This design comes from an exercise in tuning for small area, a short achievable clock period and few clock cycles per item on the open sky130 flow, not from production work. In this exercise RTL edits were held to simulation tests only and were not proved equivalent to the original.

**flow/flow/run.sh**
```bash
#!/bin/bash
# The standard layout, with the smallest buffer on the ports.
set -euo pipefail
bash standard.sh BUFFER_PORTS_ARGS="-buffer_cell sky130_fd_sc_hd__buf_1" finish > standard.log 2>&1
```
**flow/constraint.sdc**
```tcl
create_clock -name core_clock -period 10.0 [get_ports {clk}]
set_input_delay 2.0000 -clock core_clock [delete_from_list [all_inputs] [get_ports {clk}]]
set_output_delay 2.0000 -clock core_clock [all_outputs]
set_load 0.01 [all_outputs]
```
**flow/design.v**
```verilog
module g_xor2 (input wire a, input wire b, output wire y);
    assign y = a ^ b;
endmodule
module g_xnor2 (input wire a, input wire b, output wire y);
    assign y = ~(a ^ b);
endmodule
module g_nand2 (input wire a, input wire b, output wire y);
    assign y = ~(a & b);
endmodule
module g_and2 (input wire a, input wire b, output wire y);
    assign y = a & b;
endmodule
module g_muxh (input wire s, input wire a, input wire b, output wire y);
    assign y = s ? b : ~a;
endmodule
module aes_sbox (
    input  wire [7:0] a,
    output wire [7:0] y
);
    wire U0 = a[7], U1 = a[6], U2 = a[5], U3 = a[4];
    wire U4 = a[3], U5 = a[2], U6 = a[1], U7 = a[0];
    wire T1, T2, T3, T4, T5, T6, T7, T8, T9, T10, T11, T12, T13, T14, T15, T16, T17, T18, T19, T20, T21, T22, T23, T24, T25, T26, T27, M1, M2, M3, M4, M5, M6, M7, M8, M9, M10, M11, M12, M13, M14, M15, M16, M17, M18, M19, M20, M21, M22, M23, M24, M25, M26, M27, M28, M29, M30, M31, M32, M33, M34, M35, M36, M37, M38, M39, M40, M41, M42, M43, M44, M45, M46, M47, M48, M49, M50, M51, M52, M53, M54, M55, M56, M57, M58, M59, M60, M61, M62, M63, L0, L1, L2, L3, L4, L5, L6, L7, L8, L9, L10, L11, L12, L13, L14, L15, L16, L17, L18, L19, L20, L21, L22, L23, L24, L25, L26, L27, L28, L29, S0, S1, S2, S3, S4, S5, S6, S7;
    g_xor2 g_T1 (.a(U0), .b(U3), .y(T1));
    g_xor2 g_T2 (.a(U0), .b(U5), .y(T2));
    g_xor2 g_T3 (.a(U0), .b(U6), .y(T3));
    g_xor2 g_T4 (.a(U3), .b(U5), .y(T4));
    g_xor2 g_T5 (.a(U4), .b(U6), .y(T5));
    g_xor2 g_T6 (.a(T1), .b(T5), .y(T6));
    g_xor2 g_T7 (.a(U1), .b(U2), .y(T7));
    g_xor2 g_T8 (.a(U7), .b(T6), .y(T8));
    g_xor2 g_T9 (.a(U7), .b(T7), .y(T9));
    g_xor2 g_T10 (.a(T6), .b(T7), .y(T10));
    g_xor2 g_T11 (.a(U1), .b(U5), .y(T11));
    g_xor2 g_T12 (.a(U2), .b(U5), .y(T12));
    g_xor2 g_T13 (.a(T3), .b(T4), .y(T13));
    g_xor2 g_T14 (.a(T6), .b(T11), .y(T14));
    g_xor2 g_T15 (.a(T5), .b(T11), .y(T15));
    g_xor2 g_T16 (.a(T5), .b(T12), .y(T16));
    g_xor2 g_T17 (.a(T9), .b(T16), .y(T17));
    g_xor2 g_T18 (.a(U3), .b(U7), .y(T18));
    g_xor2 g_T19 (.a(T7), .b(T18), .y(T19));
    g_xor2 g_T20 (.a(T1), .b(T19), .y(T20));
    g_xor2 g_T21 (.a(U6), .b(U7), .y(T21));
    g_xor2 g_T22 (.a(T7), .b(T21), .y(T22));
    g_xor2 g_T23 (.a(T2), .b(T22), .y(T23));
    g_xor2 g_T24 (.a(T2), .b(T10), .y(T24));
    g_xor2 g_T25 (.a(T20), .b(T17), .y(T25));
    g_xor2 g_T26 (.a(T3), .b(T16), .y(T26));
    g_xor2 g_T27 (.a(T1), .b(T12), .y(T27));
    g_nand2 g_M1 (.a(T13), .b(T6), .y(M1));
    g_nand2 g_M2 (.a(T23), .b(T8), .y(M2));
    g_xnor2 g_M3 (.a(T14), .b(M1), .y(M3));
    g_nand2 g_M4 (.a(T19), .b(U7), .y(M4));
    g_xor2 g_M5 (.a(M4), .b(M1), .y(M5));
    g_nand2 g_M6 (.a(T3), .b(T16), .y(M6));
    g_nand2 g_M7 (.a(T22), .b(T9), .y(M7));
    g_xnor2 g_M8 (.a(T26), .b(M6), .y(M8));
    g_nand2 g_M9 (.a(T20), .b(T17), .y(M9));
    g_xor2 g_M10 (.a(M9), .b(M6), .y(M10));
    g_nand2 g_M11 (.a(T1), .b(T15), .y(M11));
    g_nand2 g_M12 (.a(T4), .b(T27), .y(M12));
    g_xor2 g_M13 (.a(M12), .b(M11), .y(M13));
    g_nand2 g_M14 (.a(T2), .b(T10), .y(M14));
    g_xor2 g_M15 (.a(M14), .b(M11), .y(M15));
    g_xnor2 g_M16 (.a(M3), .b(M2), .y(M16));
    g_xor2 g_M17 (.a(M5), .b(T24), .y(M17));
    g_xnor2 g_M18 (.a(M8), .b(M7), .y(M18));
    g_xor2 g_M19 (.a(M10), .b(M15), .y(M19));
    g_xor2 g_M20 (.a(M16), .b(M13), .y(M20));
    g_xor2 g_M21 (.a(M17), .b(M15), .y(M21));
    g_xor2 g_M22 (.a(M18), .b(M13), .y(M22));
    g_xor2 g_M23 (.a(M19), .b(T25), .y(M23));
    g_xor2 g_M24 (.a(M22), .b(M23), .y(M24));
    g_nand2 g_M25 (.a(M22), .b(M20), .y(M25));
    g_xnor2 g_M26 (.a(M21), .b(M25), .y(M26));
    g_xor2 g_M27 (.a(M20), .b(M21), .y(M27));
    g_xnor2 g_M28 (.a(M23), .b(M25), .y(M28));
    g_nand2 g_M29 (.a(M28), .b(M27), .y(M29));
    g_nand2 g_M30 (.a(M26), .b(M24), .y(M30));
    g_and2 g_M31 (.a(M20), .b(M23), .y(M31));
    g_nand2 g_M32 (.a(M27), .b(M31), .y(M32));
    g_xnor2 g_M33 (.a(M27), .b(M25), .y(M33));
    g_and2 g_M34 (.a(M21), .b(M22), .y(M34));
    g_nand2 g_M35 (.a(M24), .b(M34), .y(M35));
    g_xnor2 g_M36 (.a(M24), .b(M25), .y(M36));
    g_xnor2 g_M37 (.a(M21), .b(M29), .y(M37));
    g_xnor2 g_M38 (.a(M32), .b(M33), .y(M38));
    g_xnor2 g_M39 (.a(M23), .b(M30), .y(M39));
    g_xnor2 g_M40 (.a(M35), .b(M36), .y(M40));
    g_xor2 g_M41 (.a(M38), .b(M40), .y(M41));
    g_xor2 g_M42 (.a(M37), .b(M39), .y(M42));
    g_xor2 g_M43 (.a(M37), .b(M38), .y(M43));
    g_xor2 g_M44 (.a(M39), .b(M40), .y(M44));
    g_xor2 g_M45 (.a(M42), .b(M41), .y(M45));
    g_nand2 g_M46 (.a(M44), .b(T6), .y(M46));
    g_nand2 g_M47 (.a(M40), .b(T8), .y(M47));
    g_nand2 g_M48 (.a(M39), .b(U7), .y(M48));
    g_nand2 g_M49 (.a(M43), .b(T16), .y(M49));
    g_nand2 g_M50 (.a(M38), .b(T9), .y(M50));
    g_nand2 g_M51 (.a(M37), .b(T17), .y(M51));
    g_nand2 g_M52 (.a(M42), .b(T15), .y(M52));
    g_nand2 g_M53 (.a(M45), .b(T27), .y(M53));
    g_nand2 g_M54 (.a(M41), .b(T10), .y(M54));
    g_nand2 g_M55 (.a(M44), .b(T13), .y(M55));
    g_nand2 g_M56 (.a(M40), .b(T23), .y(M56));
    g_nand2 g_M57 (.a(M39), .b(T19), .y(M57));
    g_nand2 g_M58 (.a(M43), .b(T3), .y(M58));
    g_nand2 g_M59 (.a(M38), .b(T22), .y(M59));
    g_nand2 g_M60 (.a(M37), .b(T20), .y(M60));
    g_nand2 g_M61 (.a(M42), .b(T1), .y(M61));
    g_nand2 g_M62 (.a(M45), .b(T4), .y(M62));
    g_nand2 g_M63 (.a(M41), .b(T2), .y(M63));
    g_xor2 g_L0 (.a(M61), .b(M62), .y(L0));
    g_xor2 g_L1 (.a(M50), .b(M56), .y(L1));
    g_xor2 g_L2 (.a(M46), .b(M48), .y(L2));
    g_xor2 g_L3 (.a(M47), .b(M55), .y(L3));
    g_xor2 g_L4 (.a(M54), .b(M58), .y(L4));
    g_xor2 g_L5 (.a(M49), .b(M61), .y(L5));
    g_xnor2 g_L6 (.a(M62), .b(L5), .y(L6));
    g_xnor2 g_L7 (.a(M46), .b(L3), .y(L7));
    g_xor2 g_L8 (.a(M51), .b(M59), .y(L8));
    g_xor2 g_L9 (.a(M52), .b(M53), .y(L9));
    g_xnor2 g_L10 (.a(M53), .b(L4), .y(L10));
    g_xnor2 g_L11 (.a(M60), .b(L2), .y(L11));
    g_xor2 g_L12 (.a(M48), .b(M51), .y(L12));
    g_xnor2 g_L13 (.a(M50), .b(L0), .y(L13));
    g_xor2 g_L14 (.a(M52), .b(M61), .y(L14));
    g_xnor2 g_L15 (.a(M55), .b(L1), .y(L15));
    g_xnor2 g_L16 (.a(M56), .b(L0), .y(L16));
    g_xnor2 g_L17 (.a(M57), .b(L1), .y(L17));
    g_xnor2 g_L18 (.a(M58), .b(L8), .y(L18));
    g_xnor2 g_L19 (.a(M63), .b(L4), .y(L19));
    g_xor2 g_L20 (.a(L0), .b(L1), .y(L20));
    g_xor2 g_L21 (.a(L1), .b(L7), .y(L21));
    g_xor2 g_L22 (.a(L3), .b(L12), .y(L22));
    g_xor2 g_L23 (.a(L18), .b(L2), .y(L23));
    g_xor2 g_L24 (.a(L15), .b(L9), .y(L24));
    g_xor2 g_L25 (.a(L6), .b(L10), .y(L25));
    g_xor2 g_L26 (.a(L7), .b(L9), .y(L26));
    g_xor2 g_L27 (.a(L8), .b(L10), .y(L27));
    g_xor2 g_L28 (.a(L11), .b(L14), .y(L28));
    g_xor2 g_L29 (.a(L11), .b(L17), .y(L29));
    g_xor2 g_S0 (.a(L6), .b(L24), .y(S0));
    g_xnor2 g_S1 (.a(L16), .b(L26), .y(S1));
    g_xnor2 g_S2 (.a(L19), .b(L28), .y(S2));
    g_xor2 g_S3 (.a(L6), .b(L21), .y(S3));
    g_xor2 g_S4 (.a(L20), .b(L22), .y(S4));
    g_xor2 g_S5 (.a(L25), .b(L29), .y(S5));
    g_xnor2 g_S6 (.a(L13), .b(L27), .y(S6));
    g_xnor2 g_S7 (.a(L6), .b(L23), .y(S7));
    assign y = {S0, S1, S2, S3, S4, S5, S6, S7};
endmodule
module aes_mixcol_n (
    input  wire [31:0] c,
    output wire [31:0] mn
);
    wire [7:0] b [0:3];
    assign b[0] = c[31:24];
    assign b[1] = c[23:16];
    assign b[2] = c[15:8];
    assign b[3] = c[7:0];
    wire [7:0] p [0:3];
    wire [7:0] x [0:3];
    wire [7:0] q [0:3];
    genvar i, j;
    generate
        for (i = 0; i < 4; i = i + 1) begin : g_b
            for (j = 0; j < 8; j = j + 1) begin : g_p
                g_xor2 u_p (.a(b[i][j]), .b(b[(i + 1) % 4][j]), .y(p[i][j]));
            end
            assign x[i][0] = p[i][7];
            g_xor2 u_x1 (.a(p[i][0]), .b(p[i][7]), .y(x[i][1]));
            assign x[i][2] = p[i][1];
            g_xor2 u_x3 (.a(p[i][2]), .b(p[i][7]), .y(x[i][3]));
            g_xor2 u_x4 (.a(p[i][3]), .b(p[i][7]), .y(x[i][4]));
            assign x[i][7:5] = p[i][6:4];
            for (j = 0; j < 8; j = j + 1) begin : g_q
                g_xor2 u_q (.a(b[(i + 1) % 4][j]), .b(p[(i + 2) % 4][j]), .y(q[i][j]));
                g_xnor2 u_m (.a(x[i][j]), .b(q[i][j]), .y(mn[31 - 8 * i - 7 + j]));
            end
        end
    endgenerate
endmodule
module aes128_enc (
    input  wire         clk,
    input  wire         rst,       
    input  wire         start,
    input  wire [127:0] key,
    input  wire [127:0] block,
    output reg          done,
    output wire [127:0] result
);
    reg [127:0] state;
    reg [127:0] kregn;
    reg [3:0]   cnt;      
    reg         idle;
    reg [7:0] rc;
    always @* begin
        if (idle)
            rc = 8'h01;
        else
            case (cnt)
                4'd1: rc = 8'h02;
                4'd2: rc = 8'h04;
                4'd3: rc = 8'h08;
                4'd4: rc = 8'h10;
                4'd5: rc = 8'h20;
                4'd6: rc = 8'h40;
                4'd7: rc = 8'h80;
                4'd8: rc = 8'h1b;
                default: rc = 8'h36;
            endcase
    end
    wire [127:0] sr;
    genvar i, c, r;
    generate
        for (c = 0; c < 4; c = c + 1) begin : g_col
            for (r = 0; r < 4; r = r + 1) begin : g_row
                assign sr[127-8*(r+4*c) -: 8] = state[127-8*(r+4*((c+r)%4)) -: 8];
            end
        end
    endgenerate
    wire [127:0] mcn;
    generate
        for (c = 0; c < 4; c = c + 1) begin : g_mc
            aes_mixcol_n u_mc (.c(sr[127-32*c -: 32]), .mn(mcn[127-32*c -: 32]));
        end
    endgenerate
    wire [127:0] din, kin, sbin, nstate;
    generate
        for (i = 0; i < 128; i = i + 1) begin : g_ark
            g_muxh u_d (.s(idle), .a(mcn[i]), .b(block[i]), .y(din[i]));
            g_muxh u_k (.s(idle), .a(kregn[i]), .b(key[i]), .y(kin[i]));
            g_xor2 u_x (.a(din[i]), .b(kin[i]), .y(sbin[i]));
        end
        for (i = 0; i < 16; i = i + 1) begin : g_sub
            aes_sbox u_sb (.a(sbin[127-8*i -: 8]), .y(nstate[127-8*i -: 8]));
        end
    endgenerate
    wire [31:0] w0 = kin[127:96], w1 = kin[95:64], w2 = kin[63:32], w3 = kin[31:0];
    wire [31:0] sub;
    aes_sbox ks0 (.a(w3[23:16]), .y(sub[31:24]));
    aes_sbox ks1 (.a(w3[15:8]),  .y(sub[23:16]));
    aes_sbox ks2 (.a(w3[7:0]),   .y(sub[15:8]));
    aes_sbox ks3 (.a(w3[31:24]), .y(sub[7:0]));
    wire [31:0] w0r;
    wire [31:0] a01, a012, a0123, n0n, n1n, n2n, n3n;
    assign w0r[23:0] = w0[23:0];
    generate
        for (i = 0; i < 8; i = i + 1) begin : g_rc
            g_xor2 u_rc (.a(w0[24+i]), .b(rc[i]), .y(w0r[24+i]));
        end
        for (i = 0; i < 32; i = i + 1) begin : g_ks
            g_xor2  u_a01 (.a(w0r[i]), .b(w1[i]), .y(a01[i]));
            g_xor2  u_a012 (.a(a01[i]), .b(w2[i]), .y(a012[i]));
            g_xor2  u_a0123 (.a(a012[i]), .b(w3[i]), .y(a0123[i]));
            g_xnor2 u_n0 (.a(w0r[i]), .b(sub[i]), .y(n0n[i]));
            g_xnor2 u_n1 (.a(a01[i]), .b(sub[i]), .y(n1n[i]));
            g_xnor2 u_n2 (.a(a012[i]), .b(sub[i]), .y(n2n[i]));
            g_xnor2 u_n3 (.a(a0123[i]), .b(sub[i]), .y(n3n[i]));
        end
    endgenerate
    generate
        for (i = 0; i < 128; i = i + 1) begin : g_out
            g_xnor2 u_o (.a(sr[i]), .b(kregn[i]), .y(result[i]));
        end
    endgenerate
    always @(posedge clk) begin
        state <= nstate;
        kregn <= {n0n, n1n, n2n, n3n};
    end
    always @(posedge clk) begin
        if (rst) begin
            cnt  <= 4'd0;
            idle <= 1'b1;
            done <= 1'b0;
        end else begin
            done <= !idle && cnt == 4'd9;
            if (start && idle) begin
                cnt  <= 4'd1;
                idle <= 1'b0;
            end else if (!idle) begin
                cnt <= cnt + 4'd1;
                if (cnt == 4'd9)
                    idle <= 1'b1;
            end
        end
    end
endmodule
```
**flow/config.mk**
```make
export PLATFORM = sky130hd
export DESIGN_NAME = aes128_enc
export DESIGN_NICKNAME = aes128_enc
export VERILOG_FILES = /design/flow/design.v
export SDC_FILE = /design/flow/constraint.sdc
export NUM_CORES = 8
export LEC_CHECK = 0
export CAP_MARGIN = 20
export CORE_MARGIN = 2
export CORE_UTILIZATION = 50
export SETUP_SLACK_MARGIN = 2.5
export SLEW_MARGIN = 20
export SYNTH_HIERARCHICAL = 1
```
**flow/standard.sh**
```bash
#!/bin/bash
# synth_recipe.tcl (not shown) runs the flow's synth.tcl, then flattens the netlist and writes it again
# the make line also repeats each setting of config.mk as NAME=value (left out here)
make -C /OpenROAD-flow-scripts/flow DESIGN_CONFIG=/design/flow/config.mk WORK_HOME=/design/flow/orfs CLKGATE_MAP_FILE= SYNTH_SCRIPT=/design/flow/synth_recipe.tcl "${@:-finish}"
```
==> key figures, run 1 <==
Outcome
  – Status: complete, no violations

Setup path
  – CP endpoint: kregn[36]
  – Reg2reg end: state[74]
  – Worst Setup Path Type: in2reg
  – RR Startpoint: state[15]
  – Critical Path End Type: register
  – Worst reg-to-reg setup slack: 2.90 ns
  – Max FO, Critical Path: 5
  – CP Launch Type: input pin
  – Worst Path Required: 10.39 ns
  – Critical path launch point: key[28]
  – Arr. time, crit path: 7.53 ns
  – Depth of the most critical reg-to-reg path: 21

Die
  – I/O pins: between 300 and 400
  – Row cnt: 98
  – Die span in y: 273 µm
  – Die width: 273 µm
  – Die area: 74,500 µm²
  – Initial core utilization: 50.6%
  – CORE AREA: 71,500 µm²

Place
  – GP Congestion: 0.980
  – Placed inst area: 39,300 µm²
  – Post-detail-place hpwl: 108,000 µm
  – Port buffer count: 387

STA
  – Final Hold Fails: 0
  – Worst-Margin Slew: 1.16 ns
  – Setup TNS: 0 ns
  – Minimum clock period: 7.14 ns
  – RSZ-0062 raised after global routing: false
  – Final setup violation count: 0
  – Fmax: approximately 0.14 GHz
  – Rel. slew slack: about 22%
  – Final max-slew violation count: 0
  – Post-route clock period utilization: 71.4%
  – Skew final: between 0.03 and 0.04 ns

Synthesis
  – Yosys synthesis warning count: 8
  – Flops & latches, synth: 262
  – EDFF count, synth: 0
  – Most used DFF post-synth: dfxtp_1
  – Mapped Area: around 36,000 µm²
  – Synth unique cells: 25
  – Post-synthesis sequential area ratio: 14.5%
  – Syn Area/Cell: 8.11 µm²
  – Syn Nets: around 4,700
  – Syn Inst Count: 4,457
  – Post-synthesis async set-or-reset flop share: 0%

Min path
  – Hold Crit Class: reg2reg

Routing
  – Initial DRC count: 2,447
  – Routed Antenna Nets: 0
  – Drt wl/cell: 22.0 µm
  – DR DRC count: 0
  – Drt pass-1 iters: 7
  – DR vias: between 20,000 and 30,000
  – Wirelength, routed: 126,000 µm
  – Vias per cell: 5.11

CTS
  – Clock sinks: 262
  – TritonCTS clock tree: done
  – Htree depth: 2
  – Clock Path Buffers: 3
  – CTS buffer count: 35
  – Clock tree root driver cell: clkbuf_16
  – Worst skew pair latency: ~0.57 ns
  – CTS Hold Bufs: 0
  – Worst-path clk slew: 0.06 ns

Cells and area
  – Final instance area: between 40,000 and 50,000 µm²
  – ANT cells: 0
  – Ratio of cells with drive above 1 in the final layout: 5.96%
  – Multi-input logic area: 31,300 µm²
  – FF+latch area: roughly 5200 µm²
  – Nets: 5,004
  – Synth-to-layout area growth: 12.0%
  – Fillers: 6,909

Global routing
  – Number of global-route vias before repair: 28,291
  – Total GRT Usage: 32.9%
  – First-pass GRT wire length: 181,000 µm
  – Remaining Overflow, GRT: 0
  – Largest net degree at the start of global routing: ~120
  – Initial antenna violation count: 1

Flow run
  – Max cap viols: 0
[state kept, by name, summed over array words and instances (netlist names)]
name,flops
state,128
cnt,4
done,1
kregn,128
idle,1
[per-module statistics from Yosys (local to each module, per instance), excerpt]
module	cell area (µm²)	cells inside	flops+latches
aes128_enc	5530	305	262
aes_sbox	60.1	8	0
g_muxh	8.76	2	0
g_xnor2	8.76	1	0
g_xor2	8.76	1	0
g_and2	6.26	1	0
g_nand2	3.75	1	0
[worst max-delay path: stages]
cell     delay [ns]
buf_1          0.15
nand2_1        0.07
o21ai_1        0.48
xor2_2         0.38
xor2_2         0.35
xor2_1         0.34
nand2_1        0.14
xor2_2         0.21
xor2_1         0.25
xor2_2         0.32
xor2_1         0.28
nand2_1        0.14
xnor2_2        0.31
xor2_1         0.32
xor2_1         0.27
nand2_2        0.16
xnor2_4        0.29
xor2_1         0.85
xnor2_1        0.19
[synth_stat cells, types with 2 or more instances]
master | instances | share of area, %
xnor2_1 | 904 | 22
nor2_1 | 7 | 0.073
nand2_1 | 899 | 9.3
dfxtp_1 | 262 | 15
and2_1 | 41 | 0.71
ha_1 | 6 | 0.21
buf_4 | 160 | 3.3
xor2_1 | 1896 | 46
a21oi_1 | 6 | 0.083
inv_1 | 4 | 0.042
o21ai_0 | 2 | 0.028
nand3b_1 | 2 | 0.042
o21ai_1 | 256 | 3.5
[per-stage QoR]
stage	util, %	hold WS [ns]	instances	setup WS, ns
finish	56.6	0.532	5713	2.86
global placement	55.0	0.533	5650	2.45
floorplan	-	0.487	4457	2.20
detailed placement	55.0	0.530	5651	2.47
global route	56.6	0.553	5713	2.56
CTS	56.6	0.525	5712	2.85
[logic make-up after synthesis]
group                      share of synthesized area (%)
and+or+nand+nor                                     10.3
DFF                                                 14.5
buffers and inverters                               3.40
muxes                                             0.0277
adders and majority gates                          0.208
xor gates and xnor gates                            67.8
AOI/OAI and AO/OA                                   3.72
[how the worst min path moves through the flow]
stage | startpoint | cells past startpoint | to
global route | cnt[0] | 2 | cnt[3]
floorplan | cnt[0] | 2 | cnt[3]
CTS | cnt[0] | 2 | cnt[3]
finish | cnt[0] | 2 | cnt[3]
global placement | cnt[0] | 2 | cnt[3]
detailed placement | cnt[0] | 2 | cnt[3]
[cell type report]
cell class	instances	share of cell area, %
sequential	262	13.0
clock buffer	46	2.44
timing repair buffer	406	4.07
inverter	4	0.0371
tap	950	2.94
clock inverter	15	0.358
multi-input combinational	4030	77.2
[placed cells by master (no fill, tap or decap), types with 2 or more instances in the layout]
cell and instances:
a21oi_1 6, and2_1 41, buf_1 387, buf_12 4, buf_4 14, bufinv_16 2, clkbuf_1 6, clkbuf_16 37
clkbuf_8 3, clkinv_2 7, clkinv_4 3, clkinvlp_4 2, dfxtp_1 261, ha_1 6, inv_1 4, nand2_1 888
nand2_2 11, nand3b_1 2, nor2_1 7, o21ai_0 2, o21ai_1 256, xnor2_1 843, xnor2_2 53, xnor2_4 8
xor2_1 1762, xor2_2 134
[metal layers]
layer / GRT usage (%) / routed length, µm
met2: 53.2 / 56600
met5: 0 / 0
met1: 45.6 / 56200
met3: 3.76 / 8650
met4: 10.7 / 4390
[what timing repair did]
item	CTS	global route
resized for setup	0	2
setup endpoints to repair	0	20
setup buffers	0	1
Testbench counts, summed over its fixed seeds: cycles 5,128, blocks 512.
==> inputs of run 2 (changes only) <==
--- a/flow/config.mk
+++ b/flow/config.mk
@@ -8,6 +8,6 @@
 export CAP_MARGIN = 20
 export CORE_MARGIN = 2
 export CORE_UTILIZATION = 50
-export SETUP_SLACK_MARGIN = 2.5
+export SETUP_SLACK_MARGIN = 3.5
 export SLEW_MARGIN = 20
 export SYNTH_HIERARCHICAL = 1
==> run 2 against run 1 <==
  * Hold slack gained 0.031 ns
  * Critical path depth grew 3
  * First-iteration DRC count shrank 13%
  * Count of clock-buffer cells in the layout grew 6
  * Sequential share of layout area shrank 1.5 points
  * Register-to-register slack gained 0.87 ns
  * Clock skew shrank 0.0060 ns
  * Worst setup slack gained 0.81 ns
  * Maximum frequency grew 13%
  * Via count grew 0.70%
  * Core utilization grew 7.7 points
  * Die area is the same
==> key figures, run 2 <==
CTS
  – Htree depth: 2
  – CTS buffer count: 36
  – Clock Path Buffers: 3
  – Worst-path clk slew: 0.06 ns
  – Worst skew pair latency: ~0.58 ns
  – Clock tree root driver cell: clkbuf_16
  – Clock sinks: 262
  – TritonCTS clock tree: done
  – CTS Hold Bufs: 0

Synthesis
  – Syn Nets: 4,722
  – Syn Inst Count: 4,457
  – Most used DFF post-synth: dfxtp_1
  – Count leader, synth: xor2_1
  – Yosys synthesis warning count: 8
  – Yosys top cell area share: 45.9%
  – Synth top area cells: xor2_1, xnor2_1, dfxtp_1, nand2_1, o21ai_1
  – Leading area contributor after synthesis: xor2_1
  – Top cells by count, synth: xor2_1, xnor2_1, nand2_1, dfxtp_1, o21ai_1
  – Flops & latches, synth: 262
  – Synth unique cells: 25
  – EDFF count, synth: 0
  – Post-synthesis sequential area ratio: between 10% and 20%
  – Post-synthesis async set-or-reset flop share: 0%
  – Mapped Area: 36,100 µm²
  – Syn Area/Cell: slightly above 8 µm²

Routing
  – Routed Antenna Nets: 0
  – DR DRC count: 0
  – Drt pass-1 iters: 5
  – Wirelength, routed: 128,000 µm
  – DR vias: 29,369
  – Initial DRC count: 2,129
  – Vias per cell: 5.00
  – Drt wl/cell: between 20 and 25 µm

Global routing
  – Remaining Overflow, GRT: 0
  – Largest net degree at the start of global routing: 141
  – First-pass GRT wire length: about 180,000 µm
  – Initial antenna violation count: 2
  – Number of global-route vias before repair: 28,474
  – Total GRT Usage: 32.6%

Die
  – I/O pins: 388
  – CORE AREA: slightly above 70,000 µm²
  – Initial core utilization: around half
  – Die area: 74,500 µm²
  – Die span in y: 273 µm
  – Die width: 273 µm
  – Row cnt: 98

Min path
  – Startpoint of the worst hold path: cnt[0]
  – Hold path cells: 2
  – Hold endpoint: cnt[3]
  – Hold Crit Class: reg2reg

Setup path
  – CP Launch Type: input pin
  – Max FO, Critical Path: 4
  – Slowest stage delay, CP: 0.35 ns
  – Worst Path Required: 10.44 ns
  – RR Startpoint: state[127]
  – Depth of the most critical reg-to-reg path: 22
  – Worst reg-to-reg setup slack: 3.77 ns
  – Arr. time, crit path: 6.77 ns
  – Worst Setup Path Type: in2reg
  – Reg2reg end: state[114]
  – Critical Path End Type: register
  – Worst path most repeated cell: xor2_1
  – Slowest CP cell: xor2_1
  – CP cell instances: buf_1, nand2_1, o21ai_1, buf_4, xor2_2, xor2_1, xor2_1, nand2_1, xor2_1, xor2_1, xor2_2, xor2_1, nand2_1, xnor2_2, xor2_1, xor2_1, nand2_2, xnor2_4, xor2_1, xor2_2, buf_4, xnor2_1

STA
  – Hold Slack: 0.563 ns
  – Final max-slew violation count: 0
  – Skew final: roughly 0.03 ns
  – Final setup violation count: 0
  – Fmax: 0.158 GHz
  – Post-route clock period utilization: 63.3%
  – Setup TNS: 0 ns
  – Rel. slew slack: approximately 31%
  – Final Hold Fails: 0
  – Final Worst Setup Slack: 3.67 ns
  – Minimum clock period: 6.33 ns
  – RSZ-0062 raised after global routing: true
  – Worst-Margin Slew: around 1 ns

Cells and area
  – Commonest non-fill, non-tap cell in the layout: xor2_1
  – Fillers: roughly 6,300
  – Synth-to-layout area growth: 27.2%
  – Nets: 5,153
  – Largest registers: kregn: 128 flops, state: 128 flops, cnt: 4 flops
  – Commonest cells after routing, fill and taps aside: xor2_1, nand2_1, xnor2_1
  – Fin cells: slightly below 6,000
  – Final core utilization: 64.3%
  – Ratio of cells with drive above 1 in the final layout: 18.2%
  – Final instance area: 46,000 µm²

Place
  – Placed inst area: ~40,000 µm²
  – Placed Cells: between 5,000 and 6,000
  – Worst setup slack after placement: 2.29 ns
  – GP Congestion: 0.992
  – Post-detail-place hpwl: 106,000 µm
  – Port buffer count: 387

Flow run
  – Max cap viols: 0

Outcome
  – Status: complete, no violations
-- run 2: area by class of cell --
| cell class | instances | area, µm² | area share (%) |
|---|---|---|---|
| timing repair buffer | 554 | 2860 | 6.21 |
| clock buffer | 52 | 1040 | 2.26 |
| clock inverter | 14 | 160 | 0.348 |
| multi-input combinational | 4030 | 35500 | 77.1 |
| antenna | 2 | 5.00 | 0.0109 |
| sequential | 262 | 5250 | 11.4 |
| inverter | 4 | 15.0 | 0.0326 |
| tap | 950 | 1190 | 2.58 |
-- run 2: worst max-delay path: cells and delay by family --
kind / cells / cell delay [ns]
AOI/OAI and AO/OA: 1 / 0.10
xor gates and xnor gates: 14 / 3.65
buffers and inverters: 3 / 0.51
and+or+nand+nor: 4 / 0.47
-- run 2: worst max-delay path by stage --
| stage | start | end | slack, ns |
|---|---|---|---|
| 2_1_floorplan | idle | state[10] | 2.20 |
| 3_3_place_gp | key[20] | kregn[57] | 2.33 |
| 3_5_place_dp | key[20] | kregn[25] | 2.29 |
| 4_1_cts | key[27] | kregn[98] | 3.36 |
| 5_1_grt | key[13] | kregn[18] | 3.38 |
| 6_report | key[6] | kregn[106] | 3.67 |
-- run 2: timing repair --
item	4_1_cts	5_1_grt
pin swaps	4	111
endpoints found under the hold margin	0	0
endpoints found under the setup margin	201	255
gates resized for setup	112	382
buffers inserted	7	144
-- run 2: Yosys stat by module, one instance, submodules excluded, a selection --
module      copies in the design  flip-flops and latches  cell area (µm²)
g_xnor2                      904                       0             8.76
g_muxh                       256                       0             8.76
g_nand2                      640                       0             3.75
g_xor2                      1896                       0             8.76
aes_sbox                      20                       0             60.1
aes128_enc                     1                     262             5530
g_and2                        40                       0             6.26
-- run 2: cells by family after synthesis --
| group | count (synthesis) | synth area share (%) |
|---|---|---|
| flops | 262 | 14.5 |
| simple gates | 956 | 10.3 |
| buf+inv | 165 | 3.40 |
| mux | 1 | 0.0277 |
| xor+xnor | 2800 | 67.8 |
| fa+ha+maj | 6 | 0.208 |
| compound gates | 267 | 3.72 |
-- run 2: per-layer routing --
layer	part of all wire, %	up-vias	global-route usage [%]
met5	0	-	0
met4	4.3	0	12.6
met3	6.7	191	4.16
met2	45	1021	51.4
met1	44	14042	45.2
li1	-	14115	-
==> inputs of run 3 (changes only) <==
--- a/flow/config.mk
+++ b/flow/config.mk
@@ -7,7 +7,7 @@
 export LEC_CHECK = 0
 export CAP_MARGIN = 20
 export CORE_MARGIN = 2
-export CORE_UTILIZATION = 50
-export SETUP_SLACK_MARGIN = 3.5
+export CORE_UTILIZATION = 65
+export SETUP_SLACK_MARGIN = 3.0
 export SLEW_MARGIN = 20
 export SYNTH_HIERARCHICAL = 1
==> run 3 against run 2 <==
  * Still clean on timing, DRC and antenna
  * Core utilization grew 11 points
  * Worst setup slack lost 0.45 ns
  * Critical endpoint is now state[66]
  * Largest cell class unchanged
==> key figures, run 3 <==
Outcome
  – Status: complete, no violations

CTS
  – Worst skew pair latency: 0.55 ns
  – TritonCTS clock tree: done
  – Clock tree root driver cell: clkbuf_16
  – Clock Path Buffers: 3
  – Worst-path clk slew: 0.06 ns
  – CTS buffer count: 35
  – Htree depth: 2
  – CTS Hold Bufs: 0
  – Clock sinks: about 260

Setup path
  – CP Launch Type: input pin
  – Arr. time, crit path: between 7 and 8 ns
  – Critical Path End Type: register
  – Worst Path Required: between 10 and 15 ns
  – Max FO, Critical Path: 5
  – Worst Setup Path Type: in2reg

Routing
  – Drt wl/cell: 21.8 µm
  – Vias per cell: around 5.4
  – Drt pass-1 iters: 6
  – DR vias: 29,567
  – Initial DRC count: 2,353
  – Routed Antenna Nets: 0
  – Wirelength, routed: approximately 120,000 µm
  – DR DRC count: 0

Global routing
  – First-pass GRT wire length: 174,000 µm
  – Total GRT Usage: 40.4%
  – Largest net degree at the start of global routing: approximately 180
  – Remaining Overflow, GRT: 0
  – Initial antenna violation count: 0
  – Number of global-route vias before repair: 29,129

Place
  – GP Congestion: 1.04
  – Post-detail-place hpwl: 100,000 µm
  – Placed Cells: 5,442
  – Port buffer count: between 300 and 400
  – Placed inst area: about 40,000 µm²

Cells and area
  – Commonest non-fill, non-tap cell in the layout: xor2_1
  – Final core utilization: 75.0%
  – Fin cells: about 5,500
  – Synth-to-layout area growth: 14.3%
  – Largest registers: kregn: 128 flops, state: 128 flops, cnt: 4 flops
  – Commonest cells after routing, fill and taps aside: xor2_1, nand2_1, xnor2_1
  – Final instance area: 41,300 µm²
  – Nets: ~5,000
  – Ratio of cells with drive above 1 in the final layout: 8.82%
  – ANT cells: 0

STA
  – Final setup violation count: 0
  – Fmax: 0.148 GHz
  – Hold Slack: 0.543 ns
  – Post-route clock period utilization: 67.8%
  – Minimum clock period: between 6 and 7 ns
  – RSZ-0062 raised after global routing: true
  – Rel. slew slack: 29.9%
  – Skew final: 0.0192 ns
  – Worst-Margin Slew: 1.04 ns
  – Final Hold Fails: 0
  – Final max-slew violation count: 0
  – Setup TNS: 0 ns

Synthesis
  – Count leader, synth: xor2_1
  – Syn Area/Cell: 8.11 µm²
  – Top cells by count, synth: xor2_1, xnor2_1, nand2_1, dfxtp_1, o21ai_1
  – Flops & latches, synth: 262
  – Syn Inst Count: approximately 4,500
  – Synth unique cells: 25
  – Syn Nets: 4,722
  – Most used DFF post-synth: dfxtp_1
  – Leading area contributor after synthesis: xor2_1
  – Synth top area cells: xor2_1, xnor2_1, dfxtp_1, nand2_1, o21ai_1
  – Post-synthesis sequential area ratio: 14.5%
  – Mapped Area: about 36,000 µm²
  – Post-synthesis async set-or-reset flop share: 0%
  – EDFF count, synth: 0
  – Yosys top cell area share: between 40% and 50%
  – Yosys synthesis warning count: 8

Die
  – Die area: 57,500 µm²
  – I/O pins: 388
  – Die width: 240 µm
  – Die span in y: 240 µm
  – Row cnt: 86
  – CORE AREA: 55,100 µm²
  – Initial core utilization: 65.6%

Flow run
  – Max cap viols: 0

Min path
  – Hold Crit Class: reg2reg
[run 3: cell counts after synthesis]
No cell type changed its count.
[run 3: critical path, cell delays in order]
cell	delay [ns]
buf_1	0.19
nand2_1	0.07
o21ai_1	0.17
xor2_1	0.59
xor2_2	0.37
xor2_2	0.35
xor2_1	0.38
xor2_1	0.24
xor2_1	0.20
xor2_1	0.39
xor2_1	0.29
nand2_1	0.11
xnor2_1	0.41
xor2_1	0.29
nand2_1	0.20
xor2_1	0.24
xnor2_2	0.35
xor2_1	0.25
xor2_1	0.16
[run 3: final timing paths]
path	depth (start not counted)	start	slack, ns	end
worst max-delay path	19	key[65]	3.22	state[66]
worst max register to register	21	state[55]	3.31	state[74]
worst min-delay path	2	cnt[0]	0.54	cnt[3]
worst min register to register	2	cnt[0]	0.54	cnt[3]
[run 3: layout make-up]
type	count	area, µm²
Tap cell	748	936
Clock inverter	13	199
Multi-Input combinational cell	4030	32300
Fill cell	4459	13800
Sequential cell	262	5250
Timing Repair Buffer	403	1640
Clock buffer	48	1020
Inverter	4	15.0
[run 3: logic make-up after synthesis]
| kind of cell | share of synthesized area, % |
|---|---|
| XOR/XNOR | 67.8 |
| AND/OR/NAND/NOR | 10.3 |
| AO/OA/AOI/OAI | 3.72 |
| flip-flops | 14.5 |
| buffers and inverters | 3.40 |
| adder cells (fa/ha/maj) | 0.208 |
| multiplexers | 0.0277 |
[run 3: per-module statistics from Yosys (local to each module, per instance), a selection]
module	times used	cells	cell area, µm²
g_and2	40	1	6.26
g_xor2	1896	1	8.76
aes_sbox	20	8	60.1
aes128_enc	1	305	5530
g_muxh	256	2	8.76
g_nand2	640	1	3.75
g_xnor2	904	1	8.76
[run 3: through the flow]
stage / setup slack (ns)
6_report: 3.22
5_1_grt: 2.89
4_1_cts: 3.05
3_5_place_dp: 2.39
3_3_place_gp: 2.51
2_1_floorplan: 2.20
[run 3: repair_timing]
action	in CTS	in global routing
setup buffers	0	4
pin swaps	0	1
gates cloned	0	1
setup endpoints to repair	10	186
resized for setup	4	75
[run 3: per-layer routing]
layer  track usage [%]  share of wire, %  vias to the layer above
li1                  -                 -                    13985
met1              51.0                41                    14052
met2              64.9                45                     1248
met3              7.46               8.3                      282
met4              22.4               6.4                        0
met5                 0                 0                        -
==> inputs of run 4 (changes only) <==
--- a/flow/config.mk
+++ b/flow/config.mk
@@ -8,6 +8,6 @@
 export CAP_MARGIN = 20
 export CORE_MARGIN = 2
 export CORE_UTILIZATION = 65
-export SETUP_SLACK_MARGIN = 3.0
+export SETUP_SLACK_MARGIN = 3.2
 export SLEW_MARGIN = 20
 export SYNTH_HIERARCHICAL = 1
==> run 4 against run 3 <==
  * Die area unchanged
  * Cell count grew 0.38%
  * Core utilization rose by 1.8 points
  * Clock skew is 0.0037 ns lower
  * Design area increased by 2.4%
  * Critical endpoint unchanged
  * Critical path depth rose by 1
  * Sequential share of layout area down 0.30 points
  * Synthesized cell count did not move
  * Hold slack improved by 0.0017 ns
==> key figures, run 4 <==
Synthesis
  – EDFF count, synth: 0
  – Synth unique cells: 25
  – Syn Inst Count: 4,457
  – Largest family of logic cells by synthesized area: XOR/XNOR gates
  – Compound-Gate Fraction of Synth Area: 3.72%
  – Yosys top cell area share: between 40 and 50%
  – Top cells by count, synth: xor2_1, xnor2_1, nand2_1, dfxtp_1, o21ai_1
  – Count leader, synth: xor2_1
  – Leading area contributor after synthesis: xor2_1
  – Flops & latches, synth: 262
  – Mapped Area: 36,100 µm²
  – Syn Area/Cell: 8.11 µm²
  – Most used DFF post-synth: dfxtp_1
  – Post-Synth XOR/XNOR Area: 67.8%
  – Mux share of post-synthesis cell area: less than 1%
  – Synth top area cells: xor2_1, xnor2_1, dfxtp_1, nand2_1, o21ai_1
  – Area share of fa/ha/maj cells after synthesis: 0.208%
  – Simple-gate share of the synthesized area: 10.3%
  – Post-synthesis sequential area ratio: between 10% and 20%
  – Syn Nets: roughly 4,700
  – Post-synthesis async set-or-reset flop share: 0%
  – Yosys synthesis warning count: 8

STA
  – Rel. slew slack: 34.2%
  – Fmax: roughly 0.15 GHz
  – Worst-Margin Slew: 0.980 ns
  – Final max-slew violation count: 0
  – Final Hold Fails: 0
  – Skew final: about 0.015 ns
  – Setup TNS: 0 ns
  – Post-route clock period utilization: 66.7%
  – RSZ-0062 raised after global routing: true
  – Minimum clock period: 6.67 ns
  – Final setup violation count: 0

Place
  – GP Congestion: 1.04
  – Placed inst area: 39,500 µm²
  – Post-detail-place hpwl: approximately 100,000 µm
  – Port buffer count: between 300 and 400

Global routing
  – Remaining Overflow, GRT: 0
  – Initial antenna violation count: 0
  – Total GRT Usage: 40.4%
  – First-pass GRT wire length: 174,000 µm
  – Number of global-route vias before repair: between 20,000 and 30,000
  – Largest net degree at the start of global routing: 179

CTS
  – Clock Path Buffers: 3
  – Clock tree root driver cell: clkbuf_16
  – TritonCTS clock tree: done
  – CTS Hold Bufs: 0
  – CTS buffer count: 35
  – Worst skew pair latency: about 0.55 ns
  – Worst-path clk slew: about 0.060 ns
  – Clock sinks: roughly 260
  – Htree depth: 2

Setup path
  – Worst Setup Path Type: in2reg
  – Worst Path Required: ~10 ns
  – Arr. time, crit path: 7.15 ns
  – Critical Path End Type: register
  – Worst reg-to-reg setup slack: 3.35 ns
  – Max FO, Critical Path: 5
  – CP Launch Type: input pin

Outcome
  – Status: complete, no violations

Cells and area
  – Nets: 5,022
  – Commonest non-fill, non-tap cell in the layout: xor2_1
  – Final instance area: 42,300 µm²
  – Synth-to-layout area growth: 17.0%
  – Largest registers: kregn: 128 flops, state: 128 flops, cnt: 4 flops
  – Commonest cells after routing, fill and taps aside: xor2_1, nand2_1, xnor2_1
  – Fillers: 4,248
  – Ratio of cells with drive above 1 in the final layout: roughly 11%
  – ANT cells: 0

Die
  – CORE AREA: 55,100 µm²
  – Die area: approximately 58,000 µm²
  – Die width: 240 µm
  – Die span in y: 240 µm
  – Initial core utilization: between 60% and 70%
  – I/O pins: 388
  – Row cnt: 86

Routing
  – Drt pass-1 iters: 6
  – Wirelength, routed: 121,000 µm
  – Routed Antenna Nets: 0
  – DR DRC count: 0
  – Vias per cell: between 5 and 6
  – Drt wl/cell: 22.0 µm
  – DR vias: 29,771
  – Initial DRC count: 2,294

Min path
  – Hold Crit Class: reg2reg

Flow run
  – Max cap viols: 0
-- run 4: metrics by stage --
stage          setup WS (ns)  hold slack (ns)  utilization [%]  std cells
6_report                3.33            0.545             76.8       5529
2_1_floorplan           2.20            0.487                -       4457
3_3_place_gp            2.51            0.526             71.7       5442
4_1_cts                 3.20            0.541             74.2       5503
5_1_grt                 3.15            0.555             76.8       5529
3_5_place_dp            2.39            0.530             71.7       5442
-- run 4: layout make-up --
class	instances	area (µm²)	share of cell area [%]
Clock inverter	13	199	0.470
Tap cell	748	936	2.21
Timing Repair Buffer	424	1800	4.26
Clock buffer	48	1020	2.40
Sequential cell	262	5250	12.4
Inverter	4	15.0	0.0355
Multi-Input combinational cell	4030	33100	78.2
-- run 4: cells by family (layout without fill, tap and decap cells) --
group,Yosys count,count (layout)
multiplexers,1,1
adder cells (fa/ha/maj),6,6
AND/OR/NAND/NOR,956,956
AO/OA/AOI/OAI,267,267
buffers and inverters,165,489
XOR/XNOR,2800,2800
flip-flops,262,262
-- run 4: final timing paths --
| check | start | end | cells past startpoint |
|---|---|---|---|
| worst max-delay path | key[65] | state[66] | 20 |
| worst min register to register | cnt[0] | cnt[3] | 2 |
| worst min-delay path | cnt[0] | cnt[3] | 2 |
| worst max register to register | state[111] | state[42] | 20 |
-- run 4: critical path: stages --
cell and delay (ns):
buf_1 0.20, nand2_1 0.08, o21ai_1 0.20, xor2_2 0.40
xor2_2 0.37, xor2_2 0.34, xor2_1 0.39, nand2_1 0.16
xor2_2 0.20, xor2_1 0.24, xor2_2 0.33, xor2_1 0.29
nand2_1 0.14, xnor2_2 0.28, xor2_1 0.32, xor2_1 0.25
nand2_2 0.13, xnor2_2 0.40, xor2_1 0.25, xor2_1 0.16
-- run 4: what timing repair did --
item | 4_1_cts | 5_1_grt
endpoints found under the setup margin | 95 | 240
pin swaps | 0 | 13
buffers inserted | 0 | 25
resized for setup | 24 | 170
gates cloned | 0 | 1
-- run 4: routing by layer --
| metal | GRT usage [%] | share of wire, % | up-vias |
|---|---|---|---|
| met3 | 7.15 | 8.3 | 291 |
| li1 | - | - | 13980 |
| met5 | 0 | 0 | - |
| met1 | 51.3 | 40 | 14161 |
| met4 | 22.4 | 6.2 | 0 |
| met2 | 65.0 | 45 | 1339 |
-- run 4: Yosys stat by module, one instance, submodules excluded, excerpt --
module | flops+latches | cells | area, µm² | copies in the design
g_xnor2 | 0 | 1 | 8.76 | 904
g_nand2 | 0 | 1 | 3.75 | 640
aes128_enc | 262 | 305 | 5530 | 1
g_muxh | 0 | 2 | 8.76 | 256
aes_sbox | 0 | 8 | 60.1 | 20
g_and2 | 0 | 1 | 6.26 | 40
g_xor2 | 0 | 1 | 8.76 | 1896
==> inputs of run 5 (changes only) <==
--- a/flow/config.mk
+++ b/flow/config.mk
@@ -7,7 +7,7 @@
 export LEC_CHECK = 0
 export CAP_MARGIN = 20
 export CORE_MARGIN = 2
-export CORE_UTILIZATION = 65
-export SETUP_SLACK_MARGIN = 3.2
+export CORE_UTILIZATION = 50
+export SETUP_SLACK_MARGIN = 3.0
 export SLEW_MARGIN = 20
 export SYNTH_HIERARCHICAL = 1
==> run 5 against run 4 <==
  * Sequential share of layout area is 0.18 points higher
  * Hold slack better by 0.018 ns
  * Worst setup slack worse by 0.16 ns
  * Largest cell class unchanged
==> key figures, run 5 <==
Setup path
  – Worst Setup Path Type: in2reg
  – Arr. time, crit path: 7.25 ns
  – CP Launch Type: input pin
  – Max FO, Critical Path: 4
  – Critical Path End Type: register
  – Worst Path Required: 10.42 ns

Cells and area
  – Fin cells: 5,718
  – Commonest cells after routing, fill and taps aside: xor2_1, nand2_1, xnor2_1
  – Nets: 5,005
  – Fillers: between 6,000 and 7,000
  – Ratio of cells with drive above 1 in the final layout: 9.35%
  – Largest registers: kregn: 128 flops, state: 128 flops, cnt: 4 flops
  – Synth-to-layout area growth: 15.4%
  – ANT cells: 0
  – Commonest non-fill, non-tap cell in the layout: xor2_1

Global routing
  – GR Util met2: 51.0%
  – Initial antenna violation count: 1
  – GR Util met3: 3.81%
  – Total GRT Usage: around a third
  – Remaining Overflow, GRT: 0
  – Busiest grt layer: met2
  – Met1 Usage GRT: 45.3%
  – Number of global-route vias before repair: 28,278
  – First-pass GRT wire length: approximately 180,000 µm
  – Largest net degree at the start of global routing: 141

Die
  – I/O pins: 388
  – CORE AREA: 71,500 µm²
  – Die span in y: approximately 270 µm
  – Initial core utilization: 50.6%
  – Row cnt: 98
  – Die width: 273 µm
  – Die area: approximately 74,000 µm²

Synthesis
  – Count leader, synth: xor2_1
  – Yosys top cell area share: ~46%
  – Most used DFF post-synth: dfxtp_1
  – Mapped Area: 36,100 µm²
  – Leading area contributor after synthesis: xor2_1
  – Post-synthesis sequential area ratio: 14.5%
  – Synth unique cells: 25
  – EDFF count, synth: 0
  – Syn Inst Count: between 4,000 and 5,000
  – Flops & latches, synth: 262
  – Yosys synthesis warning count: 8
  – Post-synthesis async set-or-reset flop share: 0%
  – Syn Nets: 4,722
  – Syn Area/Cell: roughly 8.1 µm²
  – Top cells by count, synth: xor2_1, xnor2_1, nand2_1, dfxtp_1, o21ai_1
  – Synth top area cells: xor2_1, xnor2_1, dfxtp_1, nand2_1, o21ai_1

Routing
  – Routed Antenna Nets: 0
  – Drt wl/cell: 21.7 µm
  – Vias per cell: 5.01
  – Initial DRC count: 2,220
  – DR vias: 28,620
  – Drt pass-1 iters: 5
  – Wirelength, routed: 124,000 µm
  – DR DRC count: 0

Place
  – GP Congestion: between 0.9 and 1
  – Post-detail-place hpwl: 106,000 µm
  – Placed Cells: 5,649
  – Port buffer count: 387

CTS
  – Worst-path clk slew: 0.06 ns
  – Clock tree root driver cell: clkbuf_16
  – TritonCTS clock tree: done
  – Clock Path Buffers: 3
  – CTS Hold Bufs: 0
  – CTS buffer count: 36
  – Worst skew pair latency: between 0.5 and 0.6 ns
  – Clock sinks: between 200 and 300
  – Htree depth: 2

STA
  – RSZ-0062 raised after global routing: true
  – Worst-Margin Slew: roughly 1.0 ns
  – Rel. slew slack: 30.1%
  – Setup TNS: 0 ns
  – Skew final: 0.0318 ns
  – Minimum clock period: ~7 ns
  – Final setup violation count: 0
  – Final max-slew violation count: 0
  – Post-route clock period utilization: 68.3%
  – Fmax: 0.146 GHz
  – Final Hold Fails: 0
  – Hold Slack: 0.562 ns

Min path
  – Hold Crit Class: reg2reg

Outcome
  – Status: complete, no violations

Flow run
  – Max cap viols: 0
==> run 5: routing by layer <==
metal  wire length (µm)  up-vias
li1                   -    13986
met1              56400    13491
met5                 13        -
met3               7910      176
met4               5140        2
met2              54600      965
==> run 5: per-module statistics from Yosys (local to each module, per instance), excerpt <==
module | copies in the design | cells | area (µm²) | flip-flops and latches
g_muxh | 256 | 2 | 8.76 | 0
g_nand2 | 640 | 1 | 3.75 | 0
g_xor2 | 1896 | 1 | 8.76 | 0
aes_sbox | 20 | 8 | 60.1 | 0
aes128_enc | 1 | 305 | 5530 | 262
g_and2 | 40 | 1 | 6.26 | 0
==> run 5: repair_timing <==
action / in CTS / in global routing
setup buffers: 1 / 2
resized for setup: 7 / 94
pin swaps: 0 / 4
hold endpoints to repair: 0 / 0
setup endpoints to repair: 36 / 170
==> run 5: path summary, 6_finish.rpt <==
check	slack, ns	from	endpoint	depth (start not counted)
max	3.17	key[11]	kregn[18]	20
min	0.56	cnt[0]	cnt[3]	2
max reg2reg	3.34	state[15]	state[74]	20
min reg2reg	0.56	cnt[0]	cnt[3]	2
==> run 5: critical path: stages <==
cell,delay [ns]
buf_1,0.07
nand2_1,0.05
o21ai_1,0.38
xor2_1,0.45
xor2_1,0.42
xor2_1,0.32
nand2_1,0.10
xor2_1,0.17
xor2_1,0.24
xor2_2,0.31
xor2_1,0.30
nand2_1,0.14
xnor2_2,0.34
xor2_1,0.30
xor2_1,0.25
nand2_2,0.16
xnor2_4,0.35
xor2_1,0.27
xor2_2,0.48
xnor2_1,0.14
==> run 5: cells by family (layout without fill, tap and decap cells) <==
kind of cell / after synthesis / in the layout / share of synthesized area (%)
xor gates and xnor gates: 2800 / 2800 / 67.8
muxes: 1 / 1 / 0.0277
DFF: 262 / 262 / 14.5
adders and majority gates: 6 / 6 / 0.208
and+or+nand+nor: 956 / 956 / 10.3
AOI/OAI and AO/OA: 267 / 267 / 3.72
buffers and inverters: 165 / 476 / 3.40
==> run 5: cell type report <==
class	count	area, µm²	area share, %
Clock buffer	52	1040	2.50
Timing Repair Buffer	406	1650	3.95
Clock inverter	14	160	0.384
Sequential cell	262	5250	12.6
Inverter	4	15.0	0.0360
Multi-Input combinational cell	4030	32400	77.7
Tap cell	950	1190	2.85
==> run 5: per-stage QoR <==
stage	utilization (%)	cell area (µm²)	setup WS (ns)
detailed placement	55.7	39800	2.29
floorplan	-	38200	2.20
global placement	55.7	39800	2.33
CTS	57.4	41100	3.06
global route	58.3	41700	2.85
finish	58.3	41700	3.17
==> inputs of run 6 (changes only) <==
--- a/flow/config.mk
+++ b/flow/config.mk
@@ -8,6 +8,9 @@
 export CAP_MARGIN = 20
 export CORE_MARGIN = 2
 export CORE_UTILIZATION = 50
+export CTS_BUF_LIST = sky130_fd_sc_hd__clkbuf_8
+export CTS_CLUSTER_DIAMETER = 60
+export CTS_CLUSTER_SIZE = 16
 export SETUP_SLACK_MARGIN = 3.0
 export SLEW_MARGIN = 20
 export SYNTH_HIERARCHICAL = 1
==> run 6 against run 5 <==
  * Still clean on timing, DRC and antenna
  * Die area unchanged
  * First-iteration DRC count fell by 7.9%
  * Clock skew up 0.033 ns
==> key figures, run 6 <==
Min path
  – Startpoint of the worst hold path: cnt[0]
  – Hold Crit Class: reg2reg

Setup path
  – CP Launch Type: input pin
  – RR Startpoint: state[15]
  – Crit. path cell count: 19
  – Slowest stage delay, CP: 0.85 ns
  – CP cell instances: buf_1, nand2_1, o21ai_1, xor2_2, xor2_2, xor2_1, nand2_1, xor2_2, xor2_1, xor2_2, xor2_1, nand2_1, xnor2_2, xor2_1, xor2_1, nand2_2, xnor2_4, xor2_1, xnor2_1
  – Worst Path Required: 10.50 ns
  – Worst path most repeated cell: xor2_1
  – Slowest CP cell: xor2_1
  – Arr. time, crit path: ~7.4 ns
  – Critical path launch point: key[15]
  – CP top delay family: XOR/XNOR gates
  – Max FO, Critical Path: 5
  – Worst reg-to-reg setup slack: 3.27 ns
  – Reg2reg end: state[74]
  – Depth of the most critical reg-to-reg path: 20
  – CP endpoint: kregn[20]
  – CP bufs+invs: 1
  – Worst Setup Path Type: in2reg
  – Critical Path End Type: register

Synthesis
  – Top cells by count, synth: xor2_1, xnor2_1, nand2_1, dfxtp_1, o21ai_1
  – Syn Nets: around 4,700
  – Yosys synthesis warning count: 8
  – Post-synthesis async set-or-reset flop share: 0%
  – Post-synthesis sequential area ratio: 14.5%
  – Yosys top cell area share: 45.9%
  – Synth top area cells: xor2_1, xnor2_1, dfxtp_1, nand2_1, o21ai_1
  – Mapped Area: 36,100 µm²
  – Synth unique cells: 25
  – Syn Area/Cell: 8.11 µm²
  – Most used DFF post-synth: dfxtp_1
  – Syn Inst Count: 4,457
  – Leading area contributor after synthesis: xor2_1
  – EDFF count, synth: 0
  – Flops & latches, synth: around 260
  – Count leader, synth: xor2_1

Routing
  – Initial DRC count: 2,045
  – Drt wl/cell: around 22 µm
  – DR DRC count: 0
  – Vias per cell: 5.01
  – Routed Antenna Nets: 0
  – Drt pass-1 iters: 5
  – DR vias: between 20,000 and 30,000
  – Wirelength, routed: 124,000 µm

Place
  – GP Congestion: between 0.9 and 1
  – Port buffer count: 387
  – Post-detail-place hpwl: 106,000 µm

Die
  – Die area: approximately 74,000 µm²
  – Die width: 273 µm
  – Die span in y: around 270 µm
  – Initial core utilization: 50.6%
  – I/O pins: 388
  – Row cnt: 98
  – CORE AREA: 71,500 µm²

CTS
  – CTS Hold Bufs: 0
  – Worst-path clk slew: 0.09 ns
  – Clock sinks: 262
  – Htree depth: 2
  – Clock Path Buffers: 3
  – TritonCTS clock tree: done
  – Clock tree root driver cell: clkbuf_8
  – Worst skew pair latency: 0.68 ns
  – CTS buffer count: 38

Cells and area
  – Synth-to-layout area growth: 14.0%
  – Commonest cells after routing, fill and taps aside: xor2_1, nand2_1, xnor2_1
  – Commonest non-fill, non-tap cell in the layout: xor2_1
  – Nets: 5,008
  – Ratio of cells with drive above 1 in the final layout: 8.82%
  – Largest registers: kregn: 128 flops, state: 128 flops, cnt: 4 flops

STA
  – Hold Slack: 0.567 ns
  – Fmax: ~0.15 GHz
  – Rel. slew slack: 27.5%
  – Final setup violation count: 0
  – Final max-slew violation count: 0
  – Worst-Margin Slew: 1.08 ns
  – Final Hold Fails: 0
  – Skew final: between 0.06 and 0.07 ns
  – Post-route clock period utilization: 68.5%
  – Minimum clock period: 6.85 ns
  – RSZ-0062 raised after global routing: true
  – Setup TNS: 0 ns

Global routing
  – Remaining Overflow, GRT: 0
  – Total GRT Usage: 32.4%
  – Number of global-route vias before repair: 28,312
  – Largest net degree at the start of global routing: roughly 140
  – Initial antenna violation count: 3
  – First-pass GRT wire length: 179,000 µm

Flow run
  – Max cap viols: 0

Outcome
  – Status: complete, no violations
-- run 6: changes by cell type in the layout (fill, tap and decap cells not counted), sizes merged --
cell	before	now
buf	406	407
bufinv	2	3
clkbuf	52	39
clkinv	8	9
clkinvlp	1	3
diode	0	2
inv	7	20
-- run 6: layout make-up --
cell class,instances,area (µm²)
multi-input cells,4030,32100
flip-flops and latches,262,5250
diodes,2,5.00
clock inverters,31,414
well taps,950,1190
inverters,4,15.0
repair buffers,407,1670
fillers,6787,30300
clock buffers,39,537
-- run 6: worst min-delay path by stage --
stage	slack, ns	endpoint	cells after the start
after floorplan	0.49	cnt[3]	2
after global placement	0.55	cnt[3]	2
after detailed placement	0.55	cnt[3]	2
after CTS	0.57	cnt[3]	2
after global routing	0.58	cnt[3]	2
final	0.57	cnt[3]	2
-- run 6: logic make-up (layout without fill, tap and decap cells) --
group / count (synthesis) / count (layout) / share of synthesized area (%)
buffers and inverters: 165 / 481 / 3.40
flip-flops: 262 / 262 / 14.5
multiplexers: 1 / 1 / 0.0277
adder cells (fa/ha/maj): 6 / 6 / 0.208
AO/OA/AOI/OAI: 267 / 267 / 3.72
AND/OR/NAND/NOR: 956 / 956 / 10.3
XOR/XNOR: 2800 / 2800 / 67.8
other: 0 / 2 / 0
-- run 6: routing by layer --
layer	GRT usage, %	part of all wire [%]	vias up	wire length, µm
li1	-	-	14023	-
met1	44.9	45	13523	56200
met2	50.8	44	923	54500
met3	4.11	6.3	182	7840
met4	13.2	4.5	4	5560
met5	0	0.022	-	27
-- run 6: repair_timing --
action,4_1_cts,5_1_grt
buffers inserted,1,3
pin swaps,0,2
setup endpoints to repair,44,172
resized for setup,3,61
cloned,0,0
-- run 6: stage by stage --
stage / utilization, % / instance area [µm²] / setup WS (ns) / instances
6_report: 57.7 / 41200 / 3.15 / 5725
2_1_floorplan: - / 38200 / 2.20 / 4457
3_5_place_dp: 55.7 / 39800 / 2.29 / 5649
4_1_cts: 57.1 / 40800 / 3.01 / 5720
5_1_grt: 57.7 / 41200 / 2.89 / 5724
3_3_place_gp: 55.7 / 39800 / 2.33 / 5649
-- run 6: Yosys stat by module (local to each module, per instance), a selection --
module | times used | flip-flops and latches
g_and2 | 40 | 0
g_xor2 | 1896 | 0
aes128_enc | 1 | 262
g_muxh | 256 | 0
aes_sbox | 20 | 0
g_xnor2 | 904 | 0
g_nand2 | 640 | 0
-- run 6: worst register-to-register path, cell delays in order, from the launching register on --
cell and delay [ns]:
dfxtp_1 0.72, xor2_2 0.38, xor2_1 0.14, xnor2_1 0.59
o21ai_1 0.30, xor2_2 0.46, xor2_2 0.39, xor2_2 0.36
xor2_1 0.33, xor2_1 0.20, xor2_1 0.18, xor2_1 0.41
xor2_1 0.31, nand2_1 0.11, xnor2_1 0.39, xor2_1 0.31
nand2_1 0.20, xor2_1 0.24, xnor2_2 0.28, xor2_1 0.21
xor2_1 0.14
==> inputs of run 7 (changes only) <==
--- a/flow/config.mk
+++ b/flow/config.mk
@@ -7,7 +7,7 @@
 export LEC_CHECK = 0
 export CAP_MARGIN = 20
 export CORE_MARGIN = 2
-export CORE_UTILIZATION = 50
+export CORE_UTILIZATION = 65
 export CTS_BUF_LIST = sky130_fd_sc_hd__clkbuf_8
 export CTS_CLUSTER_DIAMETER = 60
 export CTS_CLUSTER_SIZE = 16
==> run 7 against run 6 <==
  * Clock skew down 0.0025 ns
  * First-iteration DRC count rose by 17%
  * Critical path type unchanged
  * Highest routed layer unchanged
  * Maximum frequency rose by 0.35%
  * Wire length decreased by 4.9%
==> key figures, run 7 <==
Setup path
  – Slowest CP cell: o21ai_1
  – Reg2reg end: state[50]
  – Max FO, Critical Path: 5
  – Arr. time, crit path: roughly 7.4 ns
  – CP Launch Type: input pin
  – Worst reg-to-reg setup slack: between 3 and 4 ns
  – RR Startpoint: state[111]
  – Worst Setup Path Type: in2reg
  – Critical Path End Type: register
  – Worst Path Required: 10.54 ns

Synthesis
  – Flops & latches, synth: 262
  – Mapped Area: between 30,000 and 40,000 µm²
  – Syn Area/Cell: approximately 8.1 µm²
  – Synth unique cells: 25
  – Most used DFF post-synth: dfxtp_1
  – Yosys synthesis warning count: 8
  – Synth top area cells: xor2_1, xnor2_1, dfxtp_1, nand2_1, o21ai_1
  – Syn Nets: approximately 4,700
  – EDFF count, synth: 0
  – Syn Inst Count: roughly 4,500

Place
  – Placed Cells: ~5,400
  – GP Congestion: about 1.0
  – Post-detail-place hpwl: 100,000 µm

STA
  – Final Hold Fails: 0
  – Post-route clock period utilization: between 60 and 70%

Cells and area
  – Synth-to-layout area growth: 12.6%
  – Multi-input logic area: 32,100 µm²
  – FF+latch area: around 5200 µm²

CTS
  – Clock sinks: 262
  – TritonCTS clock tree: done
  – Clock tree root driver cell: clkbuf_8
  – Clock Path Buffers: 3

Outcome
  – Status: complete, no violations

Global routing
  – Largest net degree at the start of global routing: around 180
  – Number of global-route vias before repair: between 20,000 and 30,000
  – Initial antenna violation count: 2
  – Remaining Overflow, GRT: 0

Min path
  – Hold path cells: 2
  – Startpoint of the worst hold path: cnt[0]

Routing
  – Wirelength, routed: 118,000 µm
  – DR vias: 29,327
  – Initial DRC count: 2,384
  – Drt wl/cell: 21.4 µm
  – DR DRC count: 0

Die
  – Row cnt: 86

Flow run
  – Max cap viols: 0
## run 7: critical path: cells and delay by family
family | cells | cell delay [ns]
xor gates and xnor gates | 14 | 4.26
and+or+nand+nor | 4 | 0.54
AOI/OAI and AO/OA | 1 | 0.45
buffers and inverters | 1 | 0.11
## run 7: metrics by stage
| stage | instance area, µm² | util, % | setup slack [ns] | hold WS (ns) |
|---|---|---|---|---|
| floorplan | 38200 | - | 2.20 | 0.487 |
| global placement | 39500 | 71.7 | 2.51 | 0.526 |
| detailed placement | 39500 | 71.7 | 2.39 | 0.530 |
| CTS | 40300 | 73.2 | 2.98 | 0.547 |
| global route | 40700 | 73.9 | 2.86 | 0.561 |
| finish | 40700 | 73.9 | 3.17 | 0.550 |
## run 7: cell families after synthesis
group | after synthesis | synth area share [%]
compound gates | 267 | 3.72
xor+xnor | 2800 | 67.8
fa+ha+maj | 6 | 0.208
buf+inv | 165 | 3.40
flops | 262 | 14.5
mux | 1 | 0.0277
simple gates | 956 | 10.3
## run 7: Yosys stat by module, one instance, submodules excluded, excerpt
module / cells / area, µm² / flops+latches / copies in the design
aes128_enc: 305 / 5530 / 262 / 1
aes_sbox: 8 / 60.1 / 0 / 20
g_and2: 1 / 6.26 / 0 / 40
g_muxh: 2 / 8.76 / 0 / 256
g_nand2: 1 / 3.75 / 0 / 640
g_xnor2: 1 / 8.76 / 0 / 904
g_xor2: 1 / 8.76 / 0 / 1896
## run 7: how the worst max path moves through the flow
| stage | from | end | slack (ns) | cells past startpoint |
|---|---|---|---|---|
| floorplan | idle | state[10] | 2.20 | 19 |
| global placement | key[31] | kregn[65] | 2.51 | 19 |
| detailed placement | key[31] | kregn[65] | 2.39 | 20 |
| CTS | idle | kregn[114] | 2.98 | 20 |
| global route | key[25] | kregn[98] | 2.86 | 19 |
| finish | key[20] | kregn[26] | 3.17 | 20 |
## run 7: what timing repair did
action | 4_1_cts | 5_1_grt
hold endpoints to repair | 0 | 0
hold buffers | 0 | 0
resized for setup | 3 | 49
buffers inserted | 0 | 1
setup endpoints to repair | 11 | 186
## run 7: cell type report
| class | instances | share of cell area, % |
|---|---|---|
| multi-input combinational | 4030 | 78.9 |
| inverter | 4 | 0.0369 |
| clock buffer | 38 | 1.28 |
| timing repair buffer | 399 | 3.88 |
| antenna | 1 | 0.00615 |
| tap | 748 | 2.30 |
| clock inverter | 30 | 0.722 |
| sequential | 262 | 12.9 |
## run 7: metal layers
metal  wire (µm)  global-route usage (%)  vias up  part of all wire [%]
met5          13                       0        -                 0.011
met4        7100                    21.7        2                   6.0
met3        9110                    6.25      264                   7.7
met2       53000                    64.8     1203                    45
met1       48700                    51.2    13863                    41
li1            -                       -    13995                     -

port drivers added, routing unchanged:
In the flow no input, the clock included, has a driving cell. The finished layouts below were timed again as built, in two steps. Step 1, drivers: a clkbuf_16 drives clk and a buf_2 each remaining input, both assumed. Step 2, shift: input delay + t, output delay - t, t = (earliest + latest rising clock arrival at the registers) / 2. This alone moves slack from input paths to output paths. Three values: ideal ports, drivers, drivers and shift; two values: the first two.
run | shift t [ns] | setup slack, ns | worst setup path at the end
run 1 | 0.625 | 2.861 / 2.900 / 2.282 | input to register
run 2 | 0.635 | 3.669 / 3.715 / 3.081 | input to register
run 3 | 0.608 | 3.221 / 3.260 / 2.652 | input to register
run 4 | 0.605 | 3.328 / 3.344 / 2.740 | input to register
run 5 | 0.629 | 3.168 / 3.209 / 2.580 | input to register
run 6 | 0.710 | 3.147 / 3.182 / 2.473 | input to register
run 7 | 0.675 | 3.171 / 3.206 / 2.531 | input to register
After both steps every run listed still meets setup and hold. For run 6, which loses most, drivers alone change the setup slack by +0.035 ns; drivers and shift together by -0.674 ns.
